This is an optimization exercise on Yosys and OpenROAD, whose aim is small area, a short achievable clock period and few clock cycles per item, not a production implementation.
Only simulation tests tie the RTL to the original design; equivalence was not proved.

branch juniper:
==> flow/design.v (excerpt) <==
module pev_point (
    input  wire        clk,
    input  wire        rst,
    input  wire        in_valid,
    output wire        in_ready,
    input  wire [31:0] x,           
    input  wire [31:0] gain,
    input  wire [31:0] offset,
    input  wire        filt_en,
    input  wire        restart,
    input  wire [31:0] alpha,
    input  wire [31:0] y_prev,
    input  wire [31:0] lim_hh,
    input  wire [31:0] lim_h,
    input  wire [31:0] lim_l,
    input  wire [31:0] lim_ll,
    input  wire [31:0] clr_hh,
    input  wire [31:0] clr_h,
    input  wire [31:0] clr_l,
    input  wire [31:0] clr_ll,
    input  wire [3:0]  lim_en,      
    input  wire [3:0]  cond_prev,   
    output reg         out_valid,
    output reg  [31:0] y_out,
    output reg  [3:0]  cond_out,
    output reg         bad_range
);
For scale: ~12000 cells after synthesis, ~1100 flip-flops, ~470 I/O pins.
Settings: LEC_CHECK=0, ABC_AREA=1, ABC_CLOCK_PERIOD_IN_PS=50000, CAP_MARGIN=20, CORE_MARGIN=2, CORE_UTILIZATION=55, CTS_BUF_LIST=sky130_fd_sc_hd__clkbuf_8, SLEW_MARGIN=70; clock period 125.0 ns.
standard.sh (not shown) runs the stock make flow with config.mk's settings and CLKGATE_MAP_FILE= SYNTH_SCRIPT=/design/flow/synth_recipe.tcl, a recipe that flattens the netlist after the stock synthesis.
==> flow/flow/run.sh <==
#!/bin/bash
# The standard layout (standard.sh: the standard synthesis and ORFS
# steps, unchanged), except that the port buffers that global placement adds
# on every input and output are the smallest buffer, buf_1, instead of the
# delay buffer ORFS picks: each port still gets its own buffer.
set -euo pipefail
bash standard.sh "BUFFER_PORTS_ARGS=-buffer_cell sky130_fd_sc_hd__buf_1" finish > standard.log 2>&1
Testbench counts of branch juniper, summed over its fixed seeds: cycles 32,040, items 32,000.
Edits applied to the flow inputs when going from branch juniper to branch yarrow:
--- a/flow/design.v
+++ b/flow/design.v
@@ -1418,23 +1418,23 @@
         k_h2   <= f0_h  ? 32'hFFFF_FFFF : (f1_h  ? 32'h0000_0000 : k_h);
         k_l2   <= f0_l  ? 32'h0000_0000 : (f1_l  ? 32'hFFFF_FFFF : k_l);
         k_ll2  <= f0_ll ? 32'h0000_0000 : (f1_ll ? 32'hFFFF_FFFF : k_ll);
         cp2    <= cp1;
     end
     wire [31:0] m;
     wire        m_ovf;
     pev_fmul_re u_gain_re (.mr(m_mr2), .top(m_top2), .mco(m_mco2), .es(m_es2), .zin(m_zin2),
                            .s(m_s2), .y(m), .ovf(m_ovf));
     wire [31:0] s;
     wire        s_ovf;
-    pev_fadd #(.FAST(1)) u_off (.a(m), .b(off2), .y(s), .ovf(s_ovf));
+    pev_fadd #(.FAST(2)) u_off (.a(m), .b(off2), .y(s), .ovf(s_ovf));
     wire [31:0] nyp = filt2 ? {~yp2[31], yp2[30:0]} : 32'h8000_0000;
     wire [30:0] d_l;
     wire [26:0] d_ms;
     wire        d_ls, d_sub, d_zz, d_zs;
     pev_fadd_al u_diff_al (.a(s), .b(nyp), .l(d_l), .ls(d_ls), .ms(d_ms), .sub(d_sub),
                            .zz(d_zz), .zs(d_zs));
     reg         v3;
     reg  [30:0] d_l3;
     reg  [26:0] d_ms3;
     reg         d_ls3, d_sub3, d_zz3, d_zs3;
     reg  [31:0] alpha3, yp3;
@@ -1454,28 +1454,28 @@
         yp3    <= yp2;
         filt3  <= filt2;
         bad3   <= bad2 | m_ovf | s_ovf;
         k_hh3  <= k_hh2;
         k_h3   <= k_h2;
         k_l3   <= k_l2;
         k_ll3  <= k_ll2;
         cp3    <= cp2;
     end
     wire [31:0] d;
     wire        d_ovf;
-    pev_fadd_nr #(.FAST(1)) u_diff_nr (.l(d_l3), .ls(d_ls3), .ms(d_ms3), .sub(d_sub3),
+    pev_fadd_nr #(.FAST(2)) u_diff_nr (.l(d_l3), .ls(d_ls3), .ms(d_ms3), .sub(d_sub3),
                                        .zz(d_zz3), .zs(d_zs3), .y(d), .ovf(d_ovf));
     wire [25:0] e_p;
     wire [9:0]  e_es;
     wire        e_nz, e_zin, e_s;
-    pev_fmul_p u_alph_p (.a(alpha3), .b(d), .p(e_p), .nz_lo(e_nz), .es(e_es), .zin(e_zin),
+    pev_fmul_p #(.SK(1)) u_alph_p (.a(alpha3), .b(d), .p(e_p), .nz_lo(e_nz), .es(e_es), .zin(e_zin),
                          .s(e_s));
     reg         v4;
     reg  [25:0] e_p4;
     reg  [9:0]  e_es4;
     reg         e_nz4, e_zin4, e_s4;
     reg  [31:0] yp4;
     reg         filt4, bad4;
     reg  [31:0] k_hh4, k_h4, k_l4, k_ll4;
     reg  [3:0]  cp4;
     always @(posedge clk) begin
         if (rst) v4 <= 1'b0;
==> comparison <==
Between branch yarrow and branch juniper, the sequential share of the synthesized area figures differ only marginally. Diff branch juniper -> branch yarrow: maximum frequency comparable, worst hold slack across all endpoints now smaller. Across branch yarrow and branch juniper, the outcome is the same: a clean finish for every run. Post-layout instance area in branch yarrow vs branch juniper: down about 0.43%.
Testbench counts of branch yarrow, summed over its fixed seeds: cycles 32,040, items 32,000.

[afterwards: timing with drivers on the ports]
No port has a modelled driver above. Below, the same layouts with a new extraction and two added sets of constraints.
Step 1 sets driving cells, clkbuf_16 on the clock port and buf_2 on the other inputs (assumed; they add their load-dependent delay and slew).
Step 2 also shifts input and output timing later by t, the mid clock arrival at the registers, as if the neighbouring blocks saw the same clock.
Three values: no drivers, after step 1, after step 2; two values: the first two.
run	t, ns	slack for setup (ns)	worst hold slack (ns)	worst register clock-pin slew, ns	worst slew at a driven data input, ns
branch juniper	1.023	98.580 / 98.487 / 99.019	0.291 / 0.291 / 0.291	0.08 / 0.08	0.06
branch yarrow	0.998	98.588 / 98.500 / 99.036	0.286 / 0.286 / 0.286	0.07 / 0.07	0.08
After both steps every run listed still meets setup and hold.
